This design comes from an exercise in tuning for small area, a short achievable clock period and few clock cycles on the open sky130 flow, not from production work.
In this exercise RTL edits were held to simulation tests only and were not proved equivalent to the original.
Power and IR drop assume default switching activity.

[flow/flow/run.sh]
#!/bin/bash
set -euo pipefail
bash standard.sh "BUFFER_PORTS_ARGS=-buffer_cell sky130_fd_sc_hd__buf_2" finish > orfs_make.log 2>&1
[flow/standard.sh]
#!/bin/bash
# synth_recipe.tcl (not shown) runs the flow's synth.tcl, then flattens the netlist and writes it again
# the make line also repeats each setting of config.mk as NAME=value (left out here)
make -C /OpenROAD-flow-scripts/flow DESIGN_CONFIG=/design/flow/config.mk WORK_HOME=/design/flow/orfs CLKGATE_MAP_FILE= SYNTH_SCRIPT=/design/flow/synth_recipe.tcl "${@:-finish}"
[flow/config.mk]
export PLATFORM = sky130hd
export DESIGN_NAME = stripe_engine
export DESIGN_NICKNAME = stripe_engine
export VERILOG_FILES = /design/flow/design.v
export SDC_FILE = /design/flow/constraint.sdc
export NUM_CORES = 8
export LEC_CHECK = 0
export ABC_AREA = 1
export ABC_CLOCK_PERIOD_IN_PS = 2000
export CAP_MARGIN = 70
export CORE_MARGIN = 2
export CORE_UTILIZATION = 75
export CTS_BUF_LIST = sky130_fd_sc_hd__clkbuf_8 sky130_fd_sc_hd__clkbuf_16
export CTS_CLUSTER_DIAMETER = 60
export CTS_CLUSTER_SIZE = 20
export SETUP_SLACK_MARGIN = 5
export SLEW_MARGIN = 70
[flow/constraint.sdc]
create_clock -name core_clock -period 10.0 [get_ports {clk}]
set_input_delay 2.0000 -clock core_clock [delete_from_list [all_inputs] [get_ports {clk}]]
set_output_delay 2.0000 -clock core_clock [all_outputs]
set_load 0.01 [all_outputs]
[flow/design.v]
module stripe_engine (
  input  wire        clk,
  input  wire        rst,
  input  wire        cmd_valid,
  output wire        cmd_ready,
  input  wire [5:0]  cmd_k,
  input  wire [1:0]  cmd_m,
  input  wire [34:0] cmd_lost,
  input  wire [9:0]  cmd_cols,
  input  wire        in_valid,
  output wire        in_ready,
  input  wire [31:0] in_data,
  output wire        out_valid,
  input  wire        out_ready,
  output wire [31:0] out_data,
  output wire [5:0]  out_member,
  output wire        out_last
);
  function [7:0] gmul(input [7:0] a, input [7:0] b);
    reg [7:0] p, t;
    integer i;
    begin
      p = 8'h00;
      t = a;
      for (i = 0; i < 8; i = i + 1) begin
        if (b[i]) p = p ^ t;
        t = t[7] ? ((t << 1) ^ 8'h1D) : (t << 1);
      end
      gmul = p;
    end
  endfunction
  function [31:0] gmul4(input [31:0] a, input [7:0] b);
    reg [63:0] cx;
    reg [7:0]  t;
    integer i, l;
    begin
      t = b;
      for (i = 0; i < 8; i = i + 1) begin
        cx[8*i +: 8] = t;
        t = t[7] ? ((t << 1) ^ 8'h1D) : (t << 1);
      end
      gmul4 = 32'h0;
      for (l = 0; l < 4; l = l + 1)
        for (i = 0; i < 8; i = i + 1)
          if (a[8*l + i]) gmul4[8*l +: 8] = gmul4[8*l +: 8] ^ cx[8*i +: 8];
    end
  endfunction
  function [7:0] dg(input [7:0] b);
    dg = {1'b0, b[7:1]} ^ (b[0] ? 8'h8E : 8'h00);
  endfunction
  function [31:0] h1(input [31:0] a);
    h1 = {dg(a[31:24]), dg(a[23:16]), dg(a[15:8]), dg(a[7:0])};
  endfunction
  function [31:0] h2(input [31:0] a);
    h2 = h1(h1(a));
  endfunction
  localparam [255:0] T_GPOS = 256'hC06030180C06038FC9EA75B45A2D984C261387CDE8743A1D8040201008040201;
  function [7:0] gpos(input [4:0] q);
    gpos = T_GPOS >> {q, 3'b000};
  endfunction
  localparam [255:0] T_GNEG = 256'h122448903D7AF4F5F7F3FBEBCB8B0B162C58B07DFAE9CF831B366CD8AD478E01;
  function [7:0] gneg(input [4:0] q);
    gneg = T_GNEG >> {q, 3'b000};
  endfunction
  localparam [255:0] T_ZINV = 256'h595789DEAABA8E02D2B4E9F26326DC678AC0E48574FBA9A0545FED729DA7F400;
  function [7:0] zinv(input [4:0] d);
    zinv = T_ZINV >> {d, 3'b000};
  endfunction
  function [7:0] gsq(input [7:0] a);
    begin
      gsq[0] = a[0] ^ a[4] ^ a[6] ^ a[7];
      gsq[1] = a[7];
      gsq[2] = a[1] ^ a[4] ^ a[5] ^ a[6];
      gsq[3] = a[4] ^ a[6];
      gsq[4] = a[2] ^ a[4] ^ a[5] ^ a[7];
      gsq[5] = a[5];
      gsq[6] = a[3] ^ a[5] ^ a[6];
      gsq[7] = a[6];
    end
  endfunction
  localparam [1:0] ST_IDLE = 2'd0, ST_SETUP = 2'd1, ST_RUN = 2'd2, ST_DRAIN = 2'd3;
  reg  [1:0]  st;
  reg         cmd_ready_r, in_ready_r, pok_r;
  reg  [1:0]  m_r;
  reg  [34:0] lost_r;
  reg  [9:0]  cols_r;           
  reg         lastcol;          
  reg  [4:0]  klast;            
  reg  [1:0]  scnt;             
  reg  [2:0]  lp, ap;           
  reg  [5:0]  lix;              
  reg  [4:0]  pos;              
  reg         inpar;            
  reg  [1:0]  ps;
  reg         plost;            
  reg         p0, p1;           
  reg         ald;              
  reg         sfu;              
  reg  [2:0]  used;             
  reg         first;            
  reg  [4:0]  l0, l1, l2;       
  reg  [1:0]  ecnt;             
  reg         scf, scpf;        
  reg  [31:0] A0, A1, A2;
  reg         op_v;
  reg  [1:0]  op_dst;
  reg         op_wr, op_emit, op_last;
  reg  [5:0]  op_mem;
  reg  [7:0]  mc_r;             
  reg  [2:0]  op_src;           
  reg  [2:0]  op_wd;            
  reg         op_one, op_acc;
  reg  [2:0]  ms_r;
  reg         macc_r, mxin_r;
  reg         elast;            
  reg         pe0;              
  reg         ed;
  reg  [3:0]  ei;
  reg  [2:0]  ptodo;
  reg  [1:0]  ej;
  reg  [1:0]  sp_f, sp_q;
  reg         sp_sq;
  reg         ov;
  reg  [31:0] od;
  reg  [5:0]  om;
  reg         ol;
  assign cmd_ready  = cmd_ready_r;
  assign in_ready   = in_ready_r;
  assign out_valid  = ov;
  assign out_data   = od;
  assign out_member = om;
  assign out_last   = ol;
  wire [1:0] e     = ecnt;
  wire [1:0] ra = ap[0] ? 2'd0 : ap[1] ? 2'd1 : 2'd2;
  wire [1:0] rb = (ap[0] && ap[1]) ? 2'd1 : 2'd2;
  wire       run   = (st == ST_RUN);
  wire       out_free = !ov || out_ready;
  wire       bub    = run && plost && !inpar;
  wire       cons   = in_ready_r && in_valid;
  wire       adv    = cons || (bub && pok_r);
  wire [2:0] cand   = ap & (!inpar ? 3'b111 : (ps == 2'd0) ? 3'b110 : (ps == 2'd1) ? 3'b100 : 3'b000);
  wire       has_np = |cand;
  wire [1:0] np     = cand[0] ? 2'd0 : cand[1] ? 2'd1 : 2'd2;
  wire       lastpos = (ald || inpar) && !has_np;
  wire       capt   = bub && pok_r && first;          
  wire [1:0] e_n    = capt ? ecnt + 2'd1 : ecnt;
  wire [2:0] used_n = {ap[2] && (({1'b0, ap[0]} + {1'b0, ap[1]}) < e_n),
                       ap[1] && ({1'b0, ap[0]} < e_n), ap[0] && (e_n != 2'd0)};
  wire [31:0] hd    = bub ? 32'h0 : in_data;         
  wire       lbit  = lost_r[lix];
  reg  [4:0] a_pos;
  reg        a_inpar, a_plost, a_p0, a_p1, a_ald, a_colend;
  always @* begin
    a_pos = pos; a_inpar = inpar; a_plost = plost; a_p0 = 1'b0; a_p1 = 1'b0;
    a_ald = 1'b0; a_colend = 1'b0;
    if (!inpar && !ald) begin
      a_pos = pos + 5'd1; a_plost = lbit; a_p1 = p0; a_ald = (pos + 5'd1 == klast);
    end else if (has_np) begin
      a_inpar = 1'b1;
    end else begin
      a_colend = 1'b1;
      a_pos = 5'd0; a_inpar = 1'b0; a_plost = lost_r[0]; a_p0 = 1'b1;
    end
  end
  wire       sc     = cons && scf;
  wire [5:0] sc_mem = scpf ? {1'b0, klast} + 6'd1 : {1'b0, l0};
  wire       sc_last = lastcol && (scpf ? (lp == 3'b001) : (lp == 3'b000));
  wire       dskip  = (e == 2'd1) && ap[0];
  wire       st_c   = (ald && !plost && (e == 2'd0) && (lp[2:1] != 2'b00)) ||
                      (lastpos && (e != 2'd0) && (!dskip || (lp != 3'b000)));
  wire       start  = adv && st_c;
  function [1:0] lowb(input [2:0] v);
    lowb = v[0] ? 2'd0 : v[1] ? 2'd1 : 2'd2;
  endfunction
  function [2:0] bitof(input [1:0] s);
    bitof = (s == 2'd0) ? 3'b001 : (s == 2'd1) ? 3'b010 : 3'b100;
  endfunction
  wire [3:0] dlen = (e == 2'd1) ? 4'd1 : (e == 2'd2) ? ((ra == 2'd0 && rb == 2'd1) ? 4'd4 : 4'd5) : 4'd12;
  localparam OPW = 20;
  function [OPW-1:0] dec(input ded, input [3:0] dei, input [2:0] dpt, input [1:0] dej,
                         input [1:0] de, input [1:0] dra, input [1:0] drb, input [3:0] ddl,
                         input [5:0] dk, input [4:0] dl0, input [4:0] dl1, input [4:0] dl2);
    reg [1:0] src, dst, f, q, s, xr;
    reg       wr, acc, emit, one, last, sq;
    reg [5:0] mem;
    begin
      src = 2'd0; dst = 2'd0; wr = 1'b0; acc = 1'b0; emit = 1'b0; one = 1'b0;
      mem = 6'd0; f = 2'd0; q = 2'd0; sq = 1'b0; last = 1'b0;
      s = lowb(dpt);
      xr = (de == 2'd2 && dej == 2'd1) ? drb : dra;
      if (ded) begin
        last = (dei == ddl - 4'd1) && (dpt == 3'b000);
        wr = 1'b1;
        if (de == 2'd1) begin
          src = dra; dst = dra; f = 2'd1; q = 2'd0; sq = (dra == 2'd2);
          emit = 1'b1; mem = {1'b0, dl0};
        end else if (de == 2'd2) begin
          if (dra == 2'd0 && drb == 2'd1) begin
            case (dei)
              4'd0: begin src = 2'd0; dst = 2'd1; acc = 1'b1; f = 2'd0; q = 2'd1; end
              4'd1: begin src = 2'd1; dst = 2'd1; f = 2'd1; q = 2'd0; end
              4'd2: begin src = 2'd1; dst = 2'd1; f = 2'd2; q = 2'd0; emit = 1'b1; mem = {1'b0, dl0}; end
              default: begin src = 2'd1; dst = 2'd0; acc = 1'b1; one = 1'b1; emit = 1'b1; mem = {1'b0, dl1}; end
            endcase
          end else if (dra == 2'd0) begin
            case (dei)
              4'd0: begin src = 2'd0; dst = 2'd2; acc = 1'b1; f = 2'd0; q = 2'd1; sq = 1'b1; end
              4'd1: begin src = 2'd2; dst = 2'd2; f = 2'd1; q = 2'd0; sq = 1'b1; end
              4'd2: begin src = 2'd2; dst = 2'd2; f = 2'd2; q = 2'd0; end
              4'd3: begin src = 2'd2; dst = 2'd2; f = 2'd2; q = 2'd0; emit = 1'b1; mem = {1'b0, dl0}; end
              default: begin src = 2'd2; dst = 2'd0; acc = 1'b1; one = 1'b1; emit = 1'b1; mem = {1'b0, dl1}; end
            endcase
          end else begin
            case (dei)
              4'd0: begin src = 2'd1; dst = 2'd2; acc = 1'b1; f = 2'd0; q = 2'd1; end
              4'd1: begin src = 2'd2; dst = 2'd2; f = 2'd1; q = 2'd0; sq = 1'b1; end
              4'd2: begin src = 2'd2; dst = 2'd2; f = 2'd2; q = 2'd0; emit = 1'b1; mem = {1'b0, dl0}; end
              4'd3: begin src = 2'd2; dst = 2'd1; acc = 1'b1; f = 2'd0; q = 2'd0; end
              default: begin src = 2'd1; dst = 2'd1; f = 2'd1; q = 2'd1; emit = 1'b1; mem = {1'b0, dl1}; end
            endcase
          end
        end else begin
          case (dei)
            4'd0:  begin src = 2'd1; dst = 2'd2; acc = 1'b1; f = 2'd0; q = 2'd2; end
            4'd1:  begin src = 2'd0; dst = 2'd1; acc = 1'b1; f = 2'd0; q = 2'd2; end
            4'd2:  begin src = 2'd1; dst = 2'd2; acc = 1'b1; f = 2'd0; q = 2'd1; end
            4'd3:  begin src = 2'd2; dst = 2'd2; f = 2'd1; q = 2'd0; sq = 1'b1; end
            4'd4:  begin src = 2'd2; dst = 2'd2; f = 2'd2; q = 2'd0; end
            4'd5:  begin src = 2'd2; dst = 2'd2; f = 2'd2; q = 2'd1; emit = 1'b1; mem = {1'b0, dl0}; end
            4'd6:  begin src = 2'd2; dst = 2'd1; acc = 1'b1; f = 2'd0; q = 2'd0; end
            4'd7:  begin src = 2'd2; dst = 2'd1; acc = 1'b1; f = 2'd0; q = 2'd2; end
            4'd8:  begin src = 2'd1; dst = 2'd1; f = 2'd1; q = 2'd1; end
            4'd9:  begin src = 2'd1; dst = 2'd1; f = 2'd2; q = 2'd2; emit = 1'b1; mem = {1'b0, dl1}; end
            4'd10: begin src = 2'd2; dst = 2'd0; acc = 1'b1; one = 1'b1; end
            default: begin src = 2'd1; dst = 2'd0; acc = 1'b1; one = 1'b1; emit = 1'b1; mem = {1'b0, dl2}; end
          endcase
        end
      end else begin
        last = (dej == de) && ((dpt & ~bitof(s)) == 3'b000);
        mem = dk + {4'd0, s};
        sq = (s == 2'd2);
        one = (s == 2'd0);
        if (dej == 2'd0) begin
          src = s; dst = s; wr = (de != 2'd0); emit = (de == 2'd0);
          f = 2'd0; q = 2'd3;
        end else begin
          src = xr; dst = s; wr = 1'b1; acc = 1'b1; emit = (dej == de);
          f = 2'd0; q = dej - 2'd1;
        end
      end
      if (one) f = 2'd3;
      dec = {src, dst, wr, acc, emit, one, mem, last, f, q, sq};
    end
  endfunction
  reg        s_ed;
  reg [3:0]  s_ei;
  reg [2:0]  s_pt;
  reg [1:0]  s_ej;
  always @* begin
    s_ed = ed; s_ei = ei; s_pt = ptodo; s_ej = ej;
    if (ed) begin
      if (ei == dlen - 4'd1) s_ed = 1'b0;
      else s_ei = ei + 4'd1;
    end else begin
      if (ej == e) s_pt = ptodo & ~bitof(lowb(ptodo));
      else s_ej = ej + 2'd1;
    end
    if ((ed && !s_ed) || (!ed && s_pt != ptodo))
      s_ej = {1'b0, (e != 2'd0) && s_pt[0]};
  end
  wire       dskip_n = (e_n == 2'd1) && ap[0];
  wire       z_ed    = (e_n != 2'd0) && !dskip_n;
  wire [2:0] z_pt    = (e_n == 2'd0) ? (lp & 3'b110) : lp;
  wire [1:0] z_ej    = {1'b0, (e_n != 2'd0) && z_pt[0]};
  wire [OPW-1:0] dcur = dec(ed, ei, ptodo, ej, e, ra, rb, dlen, {1'b0, klast} + 6'd1, l0, l1, l2);
  wire [OPW-1:0] dnxt = dec(s_ed, s_ei, s_pt, s_ej, e, ra, rb, dlen, {1'b0, klast} + 6'd1, l0, l1, l2);
  wire [3:0] dlen_n = (e_n == 2'd1) ? 4'd1 : (e_n == 2'd2) ? ((ra == 2'd0 && rb == 2'd1) ? 4'd4 : 4'd5) : 4'd12;
  wire [OPW-1:0] dst0 = dec(z_ed, 4'd0, z_pt, z_ej, e_n, ra, rb, dlen_n, {1'b0, klast} + 6'd1, l0, l1, l2);
  wire [4:0] cq   = (sp_q == 2'd0) ? l0 : (sp_q == 2'd1) ? l1 : (sp_q == 2'd2) ? l2 : klast;
  wire [4:0] cda  = (sp_q == 2'd2) ? l1 : l0;
  wire [4:0] cdb  = (sp_q == 2'd0) ? l1 : l2;
  wire [4:0] czd  = cdb - cda;
  wire [7:0] cpn  = (sp_f == 2'd0) ? gpos(cq) : gneg(cq);
  wire [7:0] cval = (sp_f == 2'd3) ? 8'h01 : (sp_f == 2'd2) ? zinv(czd) : sp_sq ? gsq(cpn) : cpn;
  wire [7:0] yk   = gpos(klast);
  wire [7:0] ycoef = (np == 2'd2) ? gsq(yk) : yk;
  wire [31:0] m_a    = ({32{ms_r[0]}} & A0) | ({32{ms_r[1]}} & A1) | ({32{ms_r[2]}} & A2);
  wire [7:0]  m_c    = mc_r;
  wire [31:0] m_d    = (op_dst == 2'd0) ? A0 : (op_dst == 2'd1) ? A1 : A2;
  wire [31:0] m_x    = gmul4(m_a, m_c) ^ (macc_r ? m_d : 32'h0) ^ (mxin_r ? in_data : 32'h0);
  wire        op_hold = op_emit && ov;
  wire        op_go  = op_v && (!op_hold || out_ready);
  wire [2:0]  op_wgo = {3{op_v}} & op_wd & {3{!op_hold || out_ready}};
  wire        load   = start || (op_go && !op_last);
  wire        wload  = adv && !op_v && !lastpos && has_np && (ald || inpar);   
  wire        opv_n   = load || (op_v && !op_go);
  wire        ov_n    = (op_go && op_emit) || sc || (ov && !out_ready);
  wire        pe0_n   = start ? (e == 2'd0) : pe0;
  reg  [1:0]  st_n;
  reg  [4:0]  pos_n;
  reg         inpar_n, plost_n, p0_n;
  reg  [1:0]  ps_n;
  always @* begin
    st_n = st; pos_n = pos; inpar_n = inpar; plost_n = plost; p0_n = p0; ps_n = ps;
    case (st)
      ST_IDLE:  if (cmd_valid && cmd_ready_r) st_n = ST_SETUP;
      ST_SETUP: if (scnt == m_r - 2'd1) begin
                  st_n = ST_RUN; pos_n = 5'd0; inpar_n = 1'b0; plost_n = lost_r[0]; p0_n = 1'b1;
                end
      ST_RUN:   if (adv) begin
                  pos_n = a_pos; inpar_n = a_inpar; plost_n = a_plost; p0_n = a_p0; ps_n = np;
                  if (a_colend && lastcol) st_n = ST_DRAIN;
                end
      default:  if (cmd_valid && cmd_ready_r) st_n = ST_SETUP;
    endcase
    if (st_n == ST_DRAIN && !opv_n) st_n = ST_IDLE;
  end
  wire pok_n = (p0_n && pe0_n) || !opv_n;
  wire       wscp_c = ald && !plost && (e == 2'd0) && lp[0];
  wire       wscp_a = a_ald && !a_plost && (e_n == 2'd0) && lp[0];
  wire       wsc_c = wscp_c || (inpar && ps == 2'd0 && (e == 2'd1) && ap[0]);
  wire       wsc_a = wscp_a || (a_inpar && np == 2'd0 && (e_n == 2'd1) && ap[0]);
  wire [1:0] wps_a = a_inpar ? np : ps;
  wire       wsc   = adv ? wsc_a : wsc_c;
  wire [1:0] wps   = adv ? wps_a : ps;
  reg  [2:0] ms_n;
  reg        macc_n, mxin_n;
  always @* begin
    if (load) begin
      ms_n = bitof(dcur[OPW-1:OPW-2]); macc_n = dcur[OPW-6]; mxin_n = 1'b0;
    end else if (op_v && !op_go) begin
      ms_n = op_src; macc_n = op_acc; mxin_n = 1'b0;
    end else begin
      ms_n = bitof(wps); macc_n = 1'b0; mxin_n = 1'b1;
    end
  end
  always @(posedge clk) begin
    if (cmd_ready_r) begin
      klast  <= cmd_k[4:0] - 5'd1;
      m_r    <= cmd_m;
      lost_r <= cmd_lost;
      cols_r <= cmd_cols;
    end
    if (rst) begin
      st          <= ST_IDLE;
      cmd_ready_r <= 1'b1;
      in_ready_r  <= 1'b0;
      pok_r       <= 1'b0;
      op_v        <= 1'b0;
      ov          <= 1'b0;
    end else begin
      st          <= st_n;
      cmd_ready_r <= (st_n == ST_IDLE) ||
                     (st_n == ST_DRAIN && (!opv_n || (load ? dcur[5] : op_last)));
      pok_r       <= pok_n;
      in_ready_r  <= (st_n == ST_RUN) && pok_n && !(!inpar_n && plost_n) && !(wsc && ov_n);
      op_v        <= opv_n;
      ov          <= ov_n;
    end
    pos   <= pos_n;
    inpar <= inpar_n;
    plost <= plost_n;
    p0    <= p0_n;
    ps    <= ps_n;
    used  <= used_n;
    if (st == ST_SETUP || (run && adv)) begin
      p1  <= run && a_p1;
      ald <= run && a_ald;
      sfu <= run && a_inpar && used_n[np];
    end
    if (cmd_ready_r) begin
      scnt <= 2'd0;
      lp   <= 3'b000;
      ap   <= 3'b000;
      lix  <= cmd_k;
    end else if (st == ST_SETUP) begin
      scnt  <= scnt + 2'd1;
      lp[scnt] <= lbit;
      ap[scnt] <= !lbit;
      lix   <= (scnt == m_r - 2'd1) ? 6'd1 : lix + 6'd1;
      lastcol <= (cols_r == 10'd1);
      first <= 1'b1;
      ecnt  <= 2'd0;
    end
    if (run && adv && !inpar && !ald)
      lix <= lix + 6'd1;
    if (run && adv && a_colend)
      lix <= 6'd1;
    if (run && adv && a_colend && !lastcol) begin
      cols_r  <= cols_r - 10'd1;
      lastcol <= (cols_r == 10'd2);
      first   <= 1'b0;
    end
    if (capt) begin
      case (ecnt)
        2'd0: l0 <= pos;
        2'd1: l1 <= pos;
        default: l2 <= pos;
      endcase
      ecnt <= e_n;
    end
    if (load) begin
      {op_dst, op_wr, op_acc, op_emit, op_one, op_mem, op_last} <= dcur[OPW-3:5];
      op_src <= bitof(dcur[OPW-1:OPW-2]);
      op_wd  <= dcur[OPW-5] ? bitof(dcur[OPW-3:OPW-4]) : 3'b000;
      if (dcur[5]) begin
        ed <= z_ed; ei <= 4'd0; ptodo <= z_pt; ej <= z_ej;
        {sp_f, sp_q, sp_sq} <= dst0[4:0];
      end else begin
        ed <= s_ed; ei <= s_ei; ptodo <= s_pt; ej <= s_ej;
        {sp_f, sp_q, sp_sq} <= dnxt[4:0];
      end
    end else begin
      if (!op_v || (op_go && op_last)) begin
        ed <= z_ed; ei <= 4'd0; ptodo <= z_pt; ej <= z_ej;
        {sp_f, sp_q, sp_sq} <= dst0[4:0];
      end
    end
    if (start) begin
      elast <= lastcol;
      pe0   <= (e == 2'd0);
    end
    scf    <= wsc;
    scpf   <= adv ? wscp_a : wscp_c;
    ms_r   <= ms_n;
    macc_r <= macc_n;
    mxin_r <= mxin_n;
    if (load)
      mc_r <= cval;
    else if (wload)
      mc_r <= ycoef;
    if (op_wgo[0])
      A0 <= m_x;
    else if (cons || bub && pok_r) begin
      if (!inpar)
        A0 <= p0 ? hd : A0 ^ hd;
      else if (sfu && ps == 2'd0)
        A0 <= A0 ^ in_data;
    end
    if (op_wgo[1])
      A1 <= m_x;
    else if ((cons || bub && pok_r) && !p0) begin
      if (!inpar)
        A1 <= h1(p1 ? A0 : A1) ^ hd;
      else if (sfu && ps == 2'd1)
        A1 <= m_x;
    end
    if (op_wgo[2])
      A2 <= m_x;
    else if ((cons || bub && pok_r) && !p0) begin
      if (!inpar)
        A2 <= h2(p1 ? A0 : A2) ^ hd;
      else if (sfu && ps == 2'd2)
        A2 <= m_x;
    end
    if (op_go && op_emit) begin
      od <= m_x;
      om <= op_mem;
      ol <= op_last && elast;
    end else if (sc) begin
      od <= A0 ^ in_data;
      om <= sc_mem;
      ol <= sc_last;
    end
  end
endmodule
==> qor.csv, run 1 <==
metric,value,unit
outcome,"complete, no violations",
clk_skew,66.3,ps
Mapped Cells,3472,
Worst EP arrival,4200,ps
layout cells sized above 1,9.22,%
"FF+latch count, synth",289,
P_leak,12.2,nW
Placer Congestion,1.03,
Yosys cell types,63,
"EDFF count, synth",255,
largest net degree at the start of global routing,62,
number of global-route vias before repair,25500,
dpl cell area,26200,µm²
post_cts resized,0,
Avg Vias per Cell,6.79,
Max Fclk,0.258,GHz
Antenna Nets Post-Route,0,
Crit Path Category,input port to flip-flop,
Clock Pin Slew Worst Setup and Hold Paths,80,ps
core box area,32500,µm²
Bufs on Longest Clock Path,3,
Syn. warnings,1,
Initial DRC Count,5149,
initial antenna violation count,4,
Power Dens Cells,275,nW/µm²
Cell Rows,66,
area growth from synthesis to layout,9.99,%
vias post-DR,27200,
Final Cycle Share,38.8,%
max-cap violations,0,
Critical Path Start Type,input port,
Setup Viol. Count Final,0,
Detail Placement HPWL,58400,µm
Nets,3699,
port bufs,131,
io pins,132,
final hold violations,0,
hold buffers post-CTS,0,
CTS buffer count,26,
setup TNS,0,ps
H-Tree Depth,1,
worst-margin pin slew,610,ps
final instance area,27300,µm²
Die Width,186,µm
Critical Path End Type,flip-flop,
async set-reset flop share out of synthesis,0,%
global-route wire length before repair,134000,µm
CP Data Required Time,10320,ps
Fill cells,1989,
main flop type after synthesis,edfxtp_1,
# DRC,0,
drt pass-1 iters,10,
sequential cell area,8350,µm²
unrepaired setup endpoints after global routing,no,
Slew HR,59.1,%
Clock Sinks,289,
clock latency on the worst-skew pair,630,ps
area of the multi-input gates,15100,µm²
Final min period,3880,ps
overall routed net length,90100,µm
crit path max fanout,30,
Die ar.,34500,µm²
All-Layer GR Usage,49.9,%
Root Buffer,clkbuf_16,
Min Hold Slack,510,ps
sequential area share after synthesis,33.6,%
Final Slew Violations,0,
CTS tree,yes,
Syn Std Cell Area,24800,µm²
setup bufs post-CTS,0,
Worst Hold Class,flip-flop to flip-flop,
Mean Syn Cell Area,7.15,µm²
peak supply drop,0.000222,V
routed len/inst,22.5,µm
Die Y,186,µm
Synth Net Count,3624,
initial core utilization,76.2,%
GRT overflow,0,
-- layout by cell type (no fill, tap or decap), types with 9 or more instances in the layout --
cell          n
nor2_1      293
o21ai_2      14
buf_4        14
clkbuf_16    26
o31ai_1       9
inv_2         9
buf_2       145
edfxtp_1    255
o221ai_1     45
nand2_1    1072
nand3_1     186
a31oi_1      22
o21ai_1      27
a21oi_1      88
xnor2_1     186
o22ai_1      22
inv_1       308
nand2_2      14
dfxtp_1      30
xor2_1      248
o21ai_0     270
buf_6         9
o211ai_1     28
ha_1         58
nor3_1       14
nand4_1      12
-- routing by layer --
metal / up-vias / wire length (µm) / track usage, %
met1: 12100 / 28600 / 60.8
li1: 11500 / - / -
met4: 2 / 7970 / 31.5
met5: - / 13 / 0
met2: 2788 / 38100 / 75.4
met3: 826 / 15400 / 17.6
-- flip-flops by register name, indices dropped and copies added, names as in the netlist, 8 cells and up --
register	count
A0	32
A1	32
A2	32
cols_r	10
lost_r	35
mc_r	8
od	32
-- synth_stat cells, types with 8 or more instances --
| cell | instances | area (µm²) |
|---|---|---|
| a21oi_1 | 89 | 445 |
| a31oi_1 | 23 | 144 |
| buf_1 | 9 | 33.8 |
| buf_2 | 21 | 105 |
| clkbuf_1 | 95 | 357 |
| dfxtp_1 | 34 | 681 |
| edfxtp_1 | 255 | 7660 |
| ha_1 | 60 | 751 |
| inv_1 | 313 | 1170 |
| nand2_1 | 1087 | 4080 |
| nand3_1 | 189 | 946 |
| nand4_1 | 12 | 75.1 |
| nor2_1 | 301 | 1130 |
| nor3_1 | 15 | 75.1 |
| o211ai_1 | 28 | 210 |
| o21ai_0 | 286 | 1430 |
| o21ai_1 | 27 | 135 |
| o221ai_1 | 45 | 394 |
| o22ai_1 | 23 | 144 |
| o31ai_1 | 9 | 67.6 |
| or2_2 | 8 | 50.1 |
| xnor2_1 | 192 | 1680 |
| xor2_1 | 254 | 2220 |
-- worst max-delay path, cell delays in order --
cell      delay [ps]
buf_2            100
inv_1            110
a31oi_4          400
nand2_1          190
nand2_1          130
buf_6            360
inv_1             80
buf_4            250
buf_16           210
o21ai_0          100
a21oi_1           70
o21bai_1         160
-- stage by stage --
step	instances	util, %	power (mW)	worst slack [ps]
after floorplan	3472	-	4.90	6000
after global placement	3935	78.8	5.76	5190
after detailed placement	3955	80.4	6.05	5690
after CTS	4003	83.1	7.13	6250
after global routing	4010	83.8	7.87	5910
final	4012	83.9	7.52	6120
-- worst paths after layout --
check | start | endpoint | slack, ps | depth (start not counted)
max | out_ready | A1[27]$_DFFE_PP_ | 6120 | 12
min | ap[2]$_SDFFE_PP0P_ | ap[2]$_SDFFE_PP0P_ | 510 | 2
min reg2reg | ap[2]$_SDFFE_PP0P_ | ap[2]$_SDFFE_PP0P_ | 510 | 2
max reg2reg | sp_q[1]$_DFFE_PP_ | mc_r[0]$_DFFE_PP_ | 6220 | 24
-- report_power, final --
| part | internal, mW | total, mW | switching (mW) |
|---|---|---|---|
| Clock | 0.523 | 1.07 | 0.545 |
| Combinational | 1.47 | 4.63 | 3.15 |
| Sequential | 1.63 | 1.82 | 0.195 |
| Total | 3.62 | 7.52 | 3.89 |
-- logic make-up after synthesis --
kind of cell	after synthesis	share of synthesized area, %
xor gates and xnor gates	453	16.3
AOI/OAI and AO/OA	573	13.4
muxes	3	0.121
adders and majority gates	62	3.19
buffers and inverters	460	7.20
DFF	289	33.6
and+or+nand+nor	1632	26.2
-- cell type report --
| type | count | area share [%] |
|---|---|---|
| clock buffers | 26 | 2.38 |
| diodes | 3 | 0.0275 |
| well taps | 442 | 2.03 |
| repair buffers | 182 | 4.30 |
| flip-flops and latches | 289 | 30.6 |
| inverters | 325 | 4.54 |
| clock inverters | 22 | 0.807 |
| multi-input cells | 2723 | 55.3 |
Testbench counts, summed over its fixed seeds: cycles 148,484.
==> run 2, diff against run 1 <==
--- a/flow/config.mk
+++ b/flow/config.mk
@@ -9,7 +9,7 @@
 export ABC_CLOCK_PERIOD_IN_PS = 2000
 export CAP_MARGIN = 70
 export CORE_MARGIN = 2
-export CORE_UTILIZATION = 75
+export CORE_UTILIZATION = 72
 export CTS_BUF_LIST = sky130_fd_sc_hd__clkbuf_8 sky130_fd_sc_hd__clkbuf_16
 export CTS_CLUSTER_DIAMETER = 60
 export CTS_CLUSTER_SIZE = 20
==> run 2 against run 1 <==
Compared with the run above: cell area is essentially flat; clock power is essentially flat; routed wire length shrank 6.2%; die area grew 4.1%; sequential cell count is the same; highest routed layer unchanged; critical path depth grew 2; final cell count grew 0.37%.
==> qor.csv, run 2 <==
metric,value,unit
outcome,"complete, no violations",
sequential area share after synthesis,33.6,%
global-route wire length before repair,130000,µm
area of the multi-input gates,15100,µm²
clk_skew,38.4,ps
dpl cells,3967,
Worst Hold Class,flip-flop to flip-flop,
"FF+latch count, synth",289,
Clock Sinks,289,
Slew HR,66.4,%
largest net degree at the start of global routing,59,
Synth area leader,edfxtp_1,
async set-reset flop share out of synthesis,0,%
Worst EP arrival,4270,ps
internal reg-to-reg setup slack,6030,ps
Crit Path Category,flip-flop to flip-flop,
clock latency on the worst-skew pair,600,ps
initial core utilization,73.6,%
vias post-DR,26300,
main flop type after synthesis,edfxtp_1,
Cell Rows,67,
Layout Cells excl Fill,4027,
Detail Placement HPWL,58400,µm
Die Y,190,µm
Avg Vias per Cell,6.53,
hold_sp,ap[2]$_SDFFE_PP0P_,
port bufs,131,
Synth Net Count,3624,
Antenna Nets Post-Route,0,
Reg2Reg Capture Point,A2[13]$_DFFE_PP_,
"EDFF count, synth",255,
Bufs on Longest Clock Path,3,
Final Cycle Share,39.7,%
dominant cells by area after synthesis,"edfxtp_1, nand2_1, xor2_1, xnor2_1, o21ai_0",
routed len/inst,21.0,µm
hold depth,2,
final instance area,27300,µm²
Mapped Cells,3472,
Syn Std Cell Area,24800,µm²
drt pass-1 iters,10,
Die ar.,36000,µm²
Nets,3705,
CTS tree,yes,
Setup Viol. Count Final,0,
R2R cell count,14,
Die Width,190,µm
crit path max fanout,46,
Syn. warnings,1,
Crit-path slowest cell,inv_1,
Final Slew Violations,0,
max-cap violations,0,
setup bufs post-CTS,0,
Worst path most repeated cell,nand2_1,
unrepaired setup endpoints after global routing,no,
Max Fclk,0.252,GHz
post_cts resized,0,
worst-margin pin slew,501,ps
Mean Syn Cell Area,7.15,µm²
max reg flops,35,
number of global-route vias before repair,25000,
CP cell instances,"inv_2, buf_6, nand2_2, inv_1, buf_4, nand2_1, o221ai_1, nand2_1, xnor2_1, xor2_1, xor2_1, nand2_1, nand3_1, o21ai_0",
CP Data Required Time,10290,ps
Worst path max stage delay,420,ps
area growth from synthesis to layout,9.96,%
GRT overflow,0,
io pins,132,
overall routed net length,84500,µm
final hold violations,0,
# DRC,0,
Initial DRC Count,4268,
core box area,33700,µm²
Fill cells,2197,
sequential cell area,8350,µm²
top cell type's share of synthesized area,30.9,%
Hold EP,ap[2]$_SDFFE_PP0P_,
"commonest non-fill, non-tap cell in the layout",nand2_1,
"delay-heaviest family, CP",buffers and inverters,
Critical Path Start Type,flip-flop,
Final min period,3970,ps
Power Dens Cells,272,nW/µm²
"commonest non-fill, non-tap cells in the layout","nand2_1, inv_1, nor2_1, o21ai_0, edfxtp_1",
All-Layer GR Usage,45.8,%
H-Tree Depth,1,
most flop-heavy register,lost_r,
peak supply drop,0.000223,V
hold buffers post-CTS,0,
r2r startpoint,op_dst[1]$_DFFE_PN_,
Root Buffer,clkbuf_16,
Placer Congestion,1.00,
CTS buffer count,27,
Buf/Inv on CP,4,
most common cell in the netlist,nand2_1,
Yosys cell types,63,
P_leak,12.2,nW
setup TNS,0,ps
Synth top cells by count,"nand2_1, inv_1, nor2_1",
WP depth,14,
initial antenna violation count,6,
layout cells sized above 1,9.43,%
Critical Path End Type,flip-flop,
dpl cell area,26200,µm²
Clock Pin Slew Worst Setup and Hold Paths,90,ps
-- run 2: through the flow --
step	total power [mW]	hold slack [ps]	utilization (%)	setup slack, ps
after floorplan	4.90	437	-	6000
after global placement	5.78	467	76.2	5220
after detailed placement	6.02	470	77.6	5670
after CTS	7.13	480	80.4	6210
after global routing	7.83	509	80.9	5870
final	7.42	479	80.9	6030
-- run 2: report_power, final --
part	switching, mW	internal [mW]
Sequential	0.173	1.63
Clock	0.533	0.557
Combinational	3.05	1.47
-- run 2: kinds of logic (layout without fill, tap and decap cells) --
logic type               Yosys count  after routing  share of synthesized area, %
AND/OR/NAND/NOR                 1632           1632                          26.2
AO/OA/AOI/OAI                    573            573                          13.4
buffers and inverters            460            562                          7.20
XOR/XNOR                         453            453                          16.3
flip-flops                       289            289                          33.6
adder cells (fa/ha/maj)           62             62                          3.19
multiplexers                       3              3                         0.121
other                              0              5                             0
-- run 2: per-layer routing --
metal	wire length (µm)	GRT usage [%]	vias to the layer above
met1	28900	58.3	11800
met2	36600	70.3	2348
met5	33	0	-
met4	5690	26.4	4
met3	13300	12.7	566
li1	-	-	11500
-- run 2: layout make-up --
type	instances	area share, %
antenna	5	0.0459
clock buffer	29	2.58
clock inverter	21	0.784
inverter	325	4.53
multi-input combinational	2723	55.2
sequential	289	30.6
tap	448	2.05
timing repair buffer	187	4.19
-- run 2: worst max path at each step --
| stage | startpoint | end | slack (ps) |
|---|---|---|---|
| floorplan | out_ready | od[0]$_DFFE_PP_ | 6000 |
| global placement | out_ready | A2[2]$_DFFE_PP_ | 5220 |
| detailed placement | in_valid | cols_r[5]$_DFFE_PP_ | 5670 |
| CTS | in_valid | cols_r[1]$_DFFE_PP_ | 6210 |
| global route | sp_q[0]$_DFFE_PP_ | mc_r[0]$_DFFE_PP_ | 5870 |
| finish | op_dst[1]$_DFFE_PN_ | A2[13]$_DFFE_PP_ | 6030 |
-- run 2: worst register-to-register path, cell delays in order (launching register included) --
cell      delay, ps
edfxtp_1        410
inv_2            70
buf_6           350
nand2_2         410
inv_1           430
buf_4           420
nand2_1         120
o221ai_1        100
nand2_1         110
xnor2_1         310
xor2_1          210
xor2_1          310
nand2_1         190
nand3_1         120
o21ai_0         120
==> run 3, diff against run 2 <==
==> flow/flow/run.sh (replaced) <==
#!/bin/bash
set -euo pipefail
bash standard.sh "BUFFER_PORTS_ARGS=-buffer_cell sky130_fd_sc_hd__buf_4" finish > orfs_make.log 2>&1
--- a/flow/config.mk
+++ b/flow/config.mk
@@ -7,11 +7,11 @@
 export LEC_CHECK = 0
 export ABC_AREA = 1
 export ABC_CLOCK_PERIOD_IN_PS = 2000
-export CAP_MARGIN = 70
+export CAP_MARGIN = 65
 export CORE_MARGIN = 2
-export CORE_UTILIZATION = 72
+export CORE_UTILIZATION = 70
 export CTS_BUF_LIST = sky130_fd_sc_hd__clkbuf_8 sky130_fd_sc_hd__clkbuf_16
 export CTS_CLUSTER_DIAMETER = 60
 export CTS_CLUSTER_SIZE = 20
 export SETUP_SLACK_MARGIN = 5
-export SLEW_MARGIN = 70
+export SLEW_MARGIN = 65
==> run 3 against run 2 <==
Compared with the run above: clock skew decreased by 19 ps; combinational power decreased by 2%; cell area increased by 0.26%; routed wire length increased by 0.36%; setup slack improved by 86 ps; die area increased by 2.8%.
==> qor.csv, run 3 <==
metric,value,unit
final hold violations,0,
CP cell instances,"buf_4, nor2_1, inv_1, nand2_1, nor2_1, nand2_1, o22ai_1, nand2_1, nand2_4, nand2_1, inv_1, nor2_1, inv_1, a22oi_1, a31oi_1",
Clock Sinks,289,
Mean Syn Cell Area,7.15,µm²
io pins,132,
largest family of logic cells by synthesized area,simple AND/OR/NAND/NOR gates,
core box area,34700,µm²
sequential area share after synthesis,33.6,%
utilization after layout,78.8,%
final instance area,27400,µm²
crit path max fanout,33,
hold depth,2,
Max Fclk,0.257,GHz
max reg flops,35,
drt pass-1 iters,9,
Fill cells,2447,
Detail Placement HPWL,58900,µm
Mapped Cells,3472,
port bufs,131,
dominant cells by area after synthesis,"edfxtp_1, nand2_1, xor2_1, xnor2_1, o21ai_0",
Final min period,3890,ps
# DRC,0,
post-synthesis compound-gate area fraction,13.4,%
initial core utilization,71.5,%
Placer Congestion,1.06,
total power,7.35,mW
top cell type's share of synthesized area,30.9,%
layout cells sized above 1,8.47,%
Power Dens Cells,269,nW/µm²
Worst EP arrival,4320,ps
post-synthesis xor/xnor area fraction,16.3,%
"FF+latch count, synth",289,
Yosys cell types,63,
initial antenna violation count,0,
Clock Pin Slew Worst Setup and Hold Paths,80,ps
Avg Vias per Cell,6.44,
CP Data Required Time,10430,ps
unrepaired setup endpoints after global routing,no,
Synth area leader,edfxtp_1,
Worst Hold Class,flip-flop to flip-flop,
Critical Path End,sp_q[1]$_DFFE_PP_,
main flop type after synthesis,edfxtp_1,
All-Layer GR Usage,45.4,%
Crit-path slowest cell,buf_4,
hold buffers post-CTS,0,
Final Cycle Share,38.9,%
R2R cell count,15,
Synth Net Count,3624,
vias post-DR,25900,
Bufs on Longest Clock Path,3,
Die ar.,37000,µm²
sequential cell area,8340,µm²
Worst Setup SP,inpar$_DFF_P_,
Die Width,192,µm
setup bufs post-CTS,0,
H-Tree Depth,1,
"commonest non-fill, non-tap cell in the layout",nand2_1,
Cell Rows,68,
Critical Path End Type,flip-flop,
Syn. warnings,1,
Crit Path Category,flip-flop to flip-flop,
outcome,"complete, no violations",
"delay-heaviest family, CP",simple AND/OR/NAND/NOR gates,
largest net degree at the start of global routing,59,
async set-reset flop share out of synthesis,0,%
Slew HR,62.2,%
worst-margin pin slew,565,ps
global-route wire length before repair,131000,µm
area of the multi-input gates,14900,µm²
dpl cell area,26300,µm²
GRT overflow,0,
WP depth,15,
internal reg-to-reg setup slack,6110,ps
Worst path most repeated cell,nand2_1,
Nets,3697,
Buf/Inv on CP,4,
setup TNS,0,ps
area growth from synthesis to layout,10.2,%
Syn Std Cell Area,24800,µm²
Worst path max stage delay,480,ps
Root Buffer,clkbuf_16,
Synth Area in Adders,3.19,%
Setup Viol. Count Final,0,
Synth top cells by count,"nand2_1, inv_1, nor2_1",
Antenna Nets Post-Route,0,
Min Hold Slack,492,ps
simple-gate share of the synthesized area,26.2,%
number of global-route vias before repair,25100,
post_cts resized,0,
clk_skew,19.0,ps
P_leak,12.2,nW
"EDFF count, synth",255,
most common cell in the netlist,nand2_1,
"commonest non-fill, non-tap cells in the layout","nand2_1, inv_1, nor2_1, o21ai_0, edfxtp_1",
Die Y,192,µm
Reg2Reg Capture Point,sp_q[1]$_DFFE_PP_,
Initial DRC Count,3683,
r2r startpoint,inpar$_DFF_P_,
mux share of post-synthesis cell area,0.121,%
overall routed net length,84800,µm
max-cap violations,0,
CTS buffer count,27,
Critical Path Start Type,flip-flop,
peak supply drop,0.000168,V
CTS tree,yes,
routed len/inst,21.1,µm
clock latency on the worst-skew pair,590,ps
Final Slew Violations,0,
most flop-heavy register,lost_r,
run 3: cell count changes in the layout (fill, tap and decap cells not counted), moves of 4 or more:
cell	before	now
clkinv_2	7	3
xnor2_2	6	2
nand2_1	1072	1078
buf_4	21	169
buf_2	149	1
buf_6	11	7
o21ai_1	32	25
xnor2_1	187	191
o21ai_0	268	276
inv_6	3	8
nand2_2	15	9
run 3: worst min path at each step:
stage | from | to | slack, ps
finish | ap[2]$_SDFFE_PP0P_ | ap[2]$_SDFFE_PP0P_ | 490
global route | ap[2]$_SDFFE_PP0P_ | ap[2]$_SDFFE_PP0P_ | 540
CTS | ap[2]$_SDFFE_PP0P_ | ap[2]$_SDFFE_PP0P_ | 500
detailed placement | ap[2]$_SDFFE_PP0P_ | ap[2]$_SDFFE_PP0P_ | 480
global placement | op_acc$_DFFE_PN_ | macc_r$_DFF_P_ | 470
floorplan | pe0$_DFF_P_ | pe0$_DFF_P_ | 440
run 3: layout make-up:
type                    count  share of cell area [%]
diodes                      2                  0.0183
multi-input cells        2723                    54.5
flip-flops and latches    289                    30.5
clock buffers              27                    2.47
inverters                 325                    4.50
repair buffers            179                    5.01
well taps                 455                    2.08
clock inverters            21                   0.897
run 3: through the flow:
step	setup slack [ps]	instances
3_5_place_dp	5640	3968
3_3_place_gp	5210	3951
6_report	6110	4021
5_1_grt	5910	4019
2_1_floorplan	6000	3472
4_1_cts	6250	4016
run 3: power breakdown:
group	switching, mW	leakage [nW]	internal, mW
Clock	0.551	0.458	0.551
Combinational	2.99	9.06	1.44
Sequential	0.187	2.70	1.63
Total	3.73	12.2	3.62
run 3: logic make-up (layout without fill, tap and decap cells):
logic type / count (synthesis) / in the layout
simple gates: 1632 / 1632
compound gates: 573 / 573
buf+inv: 460 / 552
xor+xnor: 453 / 453
flops: 289 / 289
fa+ha+maj: 62 / 62
mux: 3 / 3
other cells: 0 / 2
run 3: worst min-delay path, cell delays in order (launching register included):
cell,delay (ps)
dfxtp_1,320
o21ai_0,70
a21oi_1,60
run 3: layer usage:
metal  GRT usage, %  vias to the layer above  share of wire, %
met4           26.3                        0               6.6
met2           70.0                     2230                43
met3           12.5                      526                16
met1           57.5                    11600                34
li1               -                    11500                 -
met5              0                        -                 0
==> run 4, diff against run 3 <==
--- a/flow/design.v
+++ b/flow/design.v
@@ -288,9 +288,10 @@
   wire [7:0]  m_c    = mc_r;
   wire [31:0] m_d    = (op_dst == 2'd0) ? A0 : (op_dst == 2'd1) ? A1 : A2;
   wire [31:0] m_x    = gmul4(m_a, m_c) ^ (macc_r ? m_d : 32'h0) ^ (mxin_r ? in_data : 32'h0);
+  wire        op_ewr  = op_emit && (op_wd != 3'b000);
   wire        op_hold = op_emit && ov;
-  wire        op_go  = op_v && (!op_hold || out_ready);
-  wire [2:0]  op_wgo = {3{op_v}} & op_wd & {3{!op_hold || out_ready}};
+  wire        op_go  = op_v && (op_ewr ? !ov : (!op_hold || out_ready));
+  wire [2:0]  op_wgo = {3{op_v && !(op_ewr && ov)}} & op_wd;
   wire        load   = start || (op_go && !op_last);
   wire        wload  = adv && !op_v && !lastpos && has_np && (ald || inpar);   
   wire        opv_n   = load || (op_v && !op_go);
==> flow/flow/run.sh (replaced) <==
#!/bin/bash
set -euo pipefail
bash standard.sh "BUFFER_PORTS_ARGS=-buffer_cell sky130_fd_sc_hd__buf_2" finish > orfs_make.log 2>&1
--- a/flow/config.mk
+++ b/flow/config.mk
@@ -11,7 +11,7 @@
 export CORE_MARGIN = 2
 export CORE_UTILIZATION = 70
 export CTS_BUF_LIST = sky130_fd_sc_hd__clkbuf_8 sky130_fd_sc_hd__clkbuf_16
-export CTS_CLUSTER_DIAMETER = 60
-export CTS_CLUSTER_SIZE = 20
+export CTS_CLUSTER_DIAMETER = 50
+export CTS_CLUSTER_SIZE = 15
 export SETUP_SLACK_MARGIN = 5
 export SLEW_MARGIN = 65
==> run 4 against run 3 <==
Compared with the run above: sequential cell count stayed put; count of clock-buffer cells in the layout is 13 higher; setup slack better by 36 ps; core utilization is 0.87 points lower; still clean; sequential share of layout area is 0.16 points lower; fmax is 0.94% higher; via count is 0.89% lower.
==> qor.csv, run 4 <==
metric,value,unit
main flop type after synthesis,edfxtp_1,
Initial DRC Count,3792,
# DRC,0,
Detail Placement HPWL,58200,µm
Die ar.,37100,µm²
hold_sp,ap[2]$_SDFFE_PP0P_,
CTS tree,yes,
"delay-heaviest family, CP",compound AO/OA/AOI/OAI gates,
Cell Rows,69,
most flop-heavy register,lost_r,
Setup Viol. Count Final,0,
hold buffers post-CTS,0,
"EDFF count, synth",255,
routed len/inst,21.4,µm
crit path max fanout,14,
CP cell instances,"inv_2, nand2_1, o21ai_0, ha_1, a21o_1, a21oi_1, nand2_1, nand2_1, inv_1, nor2_1, nand2_1, o21ai_0, nor2_1, a211oi_1, o31ai_1",
WP depth,15,
Worst path max stage delay,570,ps
max-cap violations,0,
Clock Pin Slew Worst Setup and Hold Paths,60,ps
area growth from synthesis to layout,10.4,%
Max Fclk,0.260,GHz
most common cell in the netlist,nand2_1,
io pins,132,
initial core utilization,70.6,%
CTS buffer count,38,
Yosys cell types,63,
setup TNS,0,ps
Layout Cells excl Fill,4000,
async set-reset flop share out of synthesis,0,%
pre-CTS worst setup slack,5690,ps
Fill cells,2544,
GRT overflow,0,
Int Power,3.82,mW
global-route wire length before repair,132000,µm
Critical Path Start Type,flip-flop,
H-Tree Depth,2,
Antenna Nets Post-Route,0,
initial antenna violation count,16,
final instance area,27500,µm²
"commonest non-fill, non-tap cell in the layout",nand2_1,
Clk pwr share,19.4,%
Crit-path slowest cell,edfxtp_1,
Root Buffer,clkbuf_16,
Worst Setup SP,sp_q[0]$_DFFE_PP_,
worst-margin pin slew,579,ps
outcome,"complete, no violations",
Psw,3.53,mW
sequential area share after synthesis,33.5,%
max reg flops,35,
Final Slew Violations,0,
Mean Syn Cell Area,7.30,µm²
sequential cell area,8350,µm²
r2r startpoint,sp_q[0]$_DFFE_PP_,
Synth top cells by count,"nand2_1, inv_1, o21ai_0",
overall routed net length,85500,µm
Switching Share,48.1,%
top cell type's share of synthesized area,30.7,%
Worst path most repeated cell,nand2_1,
port bufs,131,
Hold EP,ap[2]$_SDFFE_PP0P_,
combinational fraction of design power,56.2,%
Buf/Inv on CP,2,
Die Width,193,µm
largest net degree at the start of global routing,64,
clk_skew,43.9,ps
Syn Std Cell Area,24900,µm²
dominant cells by area after synthesis,"edfxtp_1, nand2_1, xor2_1, xnor2_1, o21ai_0",
peak supply drop,0.000218,V
Die Y,193,µm
Worst Hold Class,flip-flop to flip-flop,
drt pass-1 iters,8,
Synth Net Count,3565,
"commonest non-fill, non-tap cells in the layout","nand2_1, inv_1, o21ai_0, xor2_1, edfxtp_1",
Critical Path End Type,flip-flop,
final worst setup slack,6150,ps
number of global-route vias before repair,24500,
Reg power frac,24.4,%
Bufs on Longest Clock Path,3,
clock latency on the worst-skew pair,600,ps
Min Hold Slack,493,ps
Final min period,3850,ps
Final Cycle Share,38.5,%
area of the multi-input gates,14900,µm²
internal reg-to-reg setup slack,6150,ps
hold depth,2,
Clock Sinks,289,
Avg Vias per Cell,6.41,
R2R cell count,15,
dpl cell area,26000,µm²
utilization after layout,77.9,%
Syn. warnings,1,
core box area,35300,µm²
Power Dens Cells,267,nW/µm²
Reg2Reg Capture Point,mc_r[1]$_DFFE_PP_,
P_leak,12.1,nW
Synth area leader,edfxtp_1,
setup bufs post-CTS,0,
total power,7.35,mW
Mapped Cells,3413,
dpl cells,3911,
vias post-DR,25700,
All-Layer GR Usage,46.2,%
Worst EP arrival,4170,ps
Placer Congestion,0.990,
post_cts resized,0,
"FF+latch count, synth",289,
CP Data Required Time,10310,ps
Nets,3647,
layout cells sized above 1,9.87,%
unrepaired setup endpoints after global routing,no,
Slew HR,61.4,%
final hold violations,0,
Crit Path Category,flip-flop to flip-flop,
## run 4: routing by layer
layer / part of all wire (%) / vias up / track usage, % / wire length, µm
met3: 15 / 518 / 17.0 / 12900
met2: 43 / 2121 / 67.9 / 36900
met5: 0.060 / - / 1.10 / 51
li1: - / 11400 / - / -
met1: 35 / 11600 / 57.0 / 29800
met4: 6.8 / 8 / 29.7 / 5770
## run 4: cell type report
class / instances / area share [%]
diodes: 14 / 0.127
clock buffers: 40 / 3.60
clock inverters: 30 / 1.15
inverters: 328 / 4.49
multi-input cells: 2659 / 54.2
flip-flops and latches: 289 / 30.3
well taps: 461 / 2.10
repair buffers: 179 / 4.03
## run 4: how the worst max path moves through the flow
stage	endpoint	slack, ps
final	mc_r[1]$_DFFE_PP_	6150
after global placement	cols_r[6]$_DFFE_PP_	5820
after CTS	cols_r[6]$_DFFE_PP_	6260
after global routing	mc_r[1]$_DFFE_PP_	5900
after floorplan	in_ready_r$_SDFF_PP0_	5560
after detailed placement	cols_r[0]$_DFFE_PP_	5690
## run 4: logic make-up (layout without fill, tap and decap cells)
logic type / count (synthesis) / in the layout / share of synthesized area [%]
AND/OR/NAND/NOR: 1517 / 1517 / 24.5
AO/OA/AOI/OAI: 594 / 594 / 13.8
XOR/XNOR: 486 / 486 / 17.6
buffers and inverters: 465 / 577 / 7.44
flip-flops: 289 / 289 / 33.5
adder cells (fa/ha/maj): 62 / 62 / 3.17
other: 0 / 14 / 0
## run 4: worst register-to-register path: stages (launching register included)
cell and delay [ps]:
edfxtp_1 570, inv_2 150, nand2_1 220, o21ai_0 420
ha_1 310, a21o_1 180, a21oi_1 140, nand2_1 60
nand2_1 340, inv_1 300, nor2_1 280, nand2_1 70
o21ai_0 80, nor2_1 60, a211oi_1 270, o31ai_1 100
## run 4: power by group through the flow
stage / Combinational, mW / Sequential, mW / Clock (mW)
after floorplan: 2.99 / 1.73 / 0
after global placement: 3.73 / 1.81 / 0
after detailed placement: 3.88 / 1.81 / 0
after CTS: 3.93 / 1.79 / 1.42
after global routing: 4.51 / 1.81 / 1.48
final: 4.13 / 1.79 / 1.43
Testbench counts of run 4, summed over its fixed seeds: cycles 149,204.
==> run 5, diff against run 4 <==
--- a/flow/config.mk
+++ b/flow/config.mk
@@ -7,11 +7,11 @@
 export LEC_CHECK = 0
 export ABC_AREA = 1
 export ABC_CLOCK_PERIOD_IN_PS = 2000
-export CAP_MARGIN = 65
+export CAP_MARGIN = 50
 export CORE_MARGIN = 2
 export CORE_UTILIZATION = 70
 export CTS_BUF_LIST = sky130_fd_sc_hd__clkbuf_8 sky130_fd_sc_hd__clkbuf_16
-export CTS_CLUSTER_DIAMETER = 50
-export CTS_CLUSTER_SIZE = 15
+export CTS_CLUSTER_DIAMETER = 60
+export CTS_CLUSTER_SIZE = 20
 export SETUP_SLACK_MARGIN = 5
-export SLEW_MARGIN = 65
+export SLEW_MARGIN = 50
==> run 5 against run 4 <==
Compared with the run above: still clean on timing, DRC and antenna; register-to-register slack worse by 140 ps; first-iteration DRC count fell by 5.2%; clock power down 19%; synthesized cell count stayed put; die area unchanged; area after synthesis is the same; highest routed layer unchanged.
==> qor.csv, run 5 <==
metric,value,unit
outcome,"complete, no violations",
met3 usage,14.9,%
Min Hold Slack,502,ps
"commonest non-fill, non-tap cell in the layout",nand2_1,
sequential area share after synthesis,33.5,%
Bufs on Longest Clock Path,3,
vias post-DR,25300,
Final Slew Violations,0,
initial antenna violation count,13,
P_leak,11.8,nW
GR Util met2,67.3,%
"FF+latch count, synth",289,
CTS tree,yes,
Avg Vias per Cell,6.38,
Setup Viol. Count Final,0,
unrepaired setup endpoints after global routing,no,
Worst path most repeated cell,nand2_1,
global-route wire length before repair,130000,µm
Nets,3624,
Crit-path slowest cell,xor2_1,
Placer Congestion,0.990,
most common cell in the netlist,nand2_1,
Root Buffer,clkbuf_16,
max reg flops,35,
Yosys cell types,63,
Final Cycle Share,39.9,%
r2r startpoint,mc_r[6]$_DFFE_PP_,
All-Layer GR Usage,45.3,%
Worst Setup SP,mc_r[6]$_DFFE_PP_,
io pins,132,
Power Dens Cells,260,nW/µm²
most flop-heavy register,lost_r,
Slew HR,44.1,%
Critical Path End,A2[12]$_DFFE_PP_,
R2R cell count,17,
hold depth,2,
pre-CTS worst setup slack,5700,ps
number of global-route vias before repair,24200,
max-cap violations,0,
"commonest non-fill, non-tap cells in the layout","nand2_1, inv_1, o21ai_0, xor2_1, nor2_1",
Die ar.,37100,µm²
Final min period,3990,ps
final hold violations,0,
final worst setup slack,6010,ps
setup bufs post-CTS,0,
Cell Rows,69,
Antenna Nets Post-Route,0,
Mean Syn Cell Area,7.30,µm²
overall routed net length,84000,µm
Critical Path Start Type,flip-flop,
Die Width,193,µm
Worst path max stage delay,530,ps
main flop type after synthesis,edfxtp_1,
most used routing layer,met2,
area growth from synthesis to layout,7.89,%
Detail Placement HPWL,57900,µm
CP cell instances,"buf_4, inv_1, nand2_1, nand2_2, xor2_1, nand2_1, nand2_1, inv_1, nand2_1, xnor2_1, xnor2_1, xor2_1, inv_1, nand2_1, nand2_2, nand2_1, nand2_1",
CP Data Required Time,10380,ps
Buf/Inv on CP,4,
Clock Sinks,289,
layout cells sized above 1,8.50,%
Global Route met1 Usage,56.5,%
Synth top cells by count,"nand2_1, inv_1, o21ai_0",
Syn Std Cell Area,24900,µm²
port bufs,131,
dominant cells by area after synthesis,"edfxtp_1, nand2_1, xor2_1, xnor2_1, o21ai_0",
worst-margin pin slew,833,ps
top cell type's share of synthesized area,30.7,%
async set-reset flop share out of synthesis,0,%
Critical Path End Type,flip-flop,
setup TNS,0,ps
core box area,35300,µm²
drt pass-1 iters,7,
Mapped Cells,3413,
Max Fclk,0.251,GHz
# DRC,0,
hold buffers post-CTS,0,
internal reg-to-reg setup slack,6010,ps
Crit Path Category,flip-flop to flip-flop,
largest net degree at the start of global routing,64,
Clock Pin Slew Worst Setup and Hold Paths,80,ps
Syn. warnings,1,
"delay-heaviest family, CP",simple AND/OR/NAND/NOR gates,
Synth Net Count,3565,
clock latency on the worst-skew pair,620,ps
Reg2Reg Capture Point,A2[12]$_DFFE_PP_,
WP depth,17,
utilization after layout,76.2,%
initial core utilization,70.6,%
Worst EP arrival,4370,ps
Die Y,193,µm
total power,7.00,mW
H-Tree Depth,1,
routed len/inst,21.2,µm
"EDFF count, synth",255,
clk_skew,38.9,ps
Synth area leader,edfxtp_1,
Worst Hold Class,flip-flop to flip-flop,
GRT overflow,0,
Initial DRC Count,3595,
crit path max fanout,21,
peak supply drop,0.000242,V
CTS buffer count,29,
post_cts resized,0,
run 5: changes by cell type in the layout (fill, tap and decap cells not counted), moves of 4 or more:
cell | before | now
buf_6 | 9 | 3
clkbuf_16 | 39 | 29
diode_2 | 14 | 5
inv_1 | 303 | 307
inv_2 | 23 | 19
o21ai_0 | 275 | 282
o21ai_2 | 8 | 3
run 5: layer usage:
metal  share of wire, %  vias up
li1                   -    11300
met1                 35    11400
met2                 43     2000
met3                 15      506
met4                7.2       10
met5              0.074        -
run 5: per-stage QoR:
step / instances / instance area, µm²
floorplan: 3413 / 24900
global placement: 3899 / 25800
detailed placement: 3902 / 25900
CTS: 3955 / 26800
global route: 3958 / 26900
finish: 3960 / 26900
run 5: kinds of logic (layout without fill, tap and decap cells):
group / count (synthesis) / count (layout) / share of synthesized area [%]
AND/OR/NAND/NOR: 1517 / 1517 / 24.5
AO/OA/AOI/OAI: 594 / 594 / 13.8
flip-flops: 289 / 289 / 33.5
buffers and inverters: 465 / 546 / 7.44
other: 0 / 5 / 0
adder cells (fa/ha/maj): 62 / 62 / 3.17
XOR/XNOR: 486 / 486 / 17.6
run 5: worst min-delay path by stage:
stage,from,to,slack [ps]
after CTS,ap[2]$_SDFFE_PP0P_,ap[2]$_SDFFE_PP0P_,500
after global placement,ap[2]$_SDFFE_PP0P_,ap[2]$_SDFFE_PP0P_,470
final,ap[2]$_SDFFE_PP0P_,ap[2]$_SDFFE_PP0P_,500
after floorplan,pe0$_DFF_P_,pe0$_DFF_P_,440
after global routing,ap[2]$_SDFFE_PP0P_,ap[2]$_SDFFE_PP0P_,520
after detailed placement,op_acc$_DFFE_PN_,macc_r$_DFF_P_,470
run 5: worst register-to-register path, delay by kind of cell (launching register included):
family        cells  cell delay [ps]
buf+inv           4              860
simple gates      9             1380
flops             1              390
xor+xnor          4             1170
run 5: report_power, final:
part	leakage (nW)	total, mW	switching (mW)	internal [mW]
clock	0.479	1.16	0.554	0.605
sequential	2.69	1.80	0.196	1.61
combinational	8.68	4.03	2.70	1.34
run 5: final cells by class:
| cell class | instances | area (µm²) |
|---|---|---|
| multi-input cells | 2659 | 14800 |
| repair buffers | 165 | 930 |
| diodes | 5 | 12.5 |
| fillers | 2617 | 8420 |
| well taps | 461 | 577 |
| clock inverters | 24 | 265 |
| flip-flops and latches | 289 | 8340 |
| clock buffers | 29 | 726 |
| inverters | 328 | 1230 |

separate check: timing with driven ports:
Ports are ideal in the flow. The routed layouts listed here were re-timed in OpenROAD.
Step 1 assumes that a clkbuf_16 drives the clock port and a buf_2 every other input.
Step 2 moves the port delays by t, midway between the first and last clock arrival at a register: inputs arrive t later, outputs are due t later. That takes back most of the time a late clock gives input paths.
Three values: no drivers, after step 1, after step 2; two values: the first two.
run	shift t [ns]	setup WS [ns]	worst register clock-pin slew, ns
run 1	0.649	6.124 / 6.157 / 5.507	0.10 / 0.10
run 2	0.635	6.025 / 6.025 / 5.787	0.09 / 0.09
run 3	0.639	6.111 / 6.111 / 5.533	0.09 / 0.09
run 4	0.635	6.147 / 6.147 / 5.608	0.07 / 0.07
run 5	0.657	6.009 / 6.009 / 5.680	0.08 / 0.08
After both steps every run listed still meets setup and hold. For run 1, which loses most, drivers alone change the setup slack by +0.033 ns; drivers and shift together by -0.617 ns.
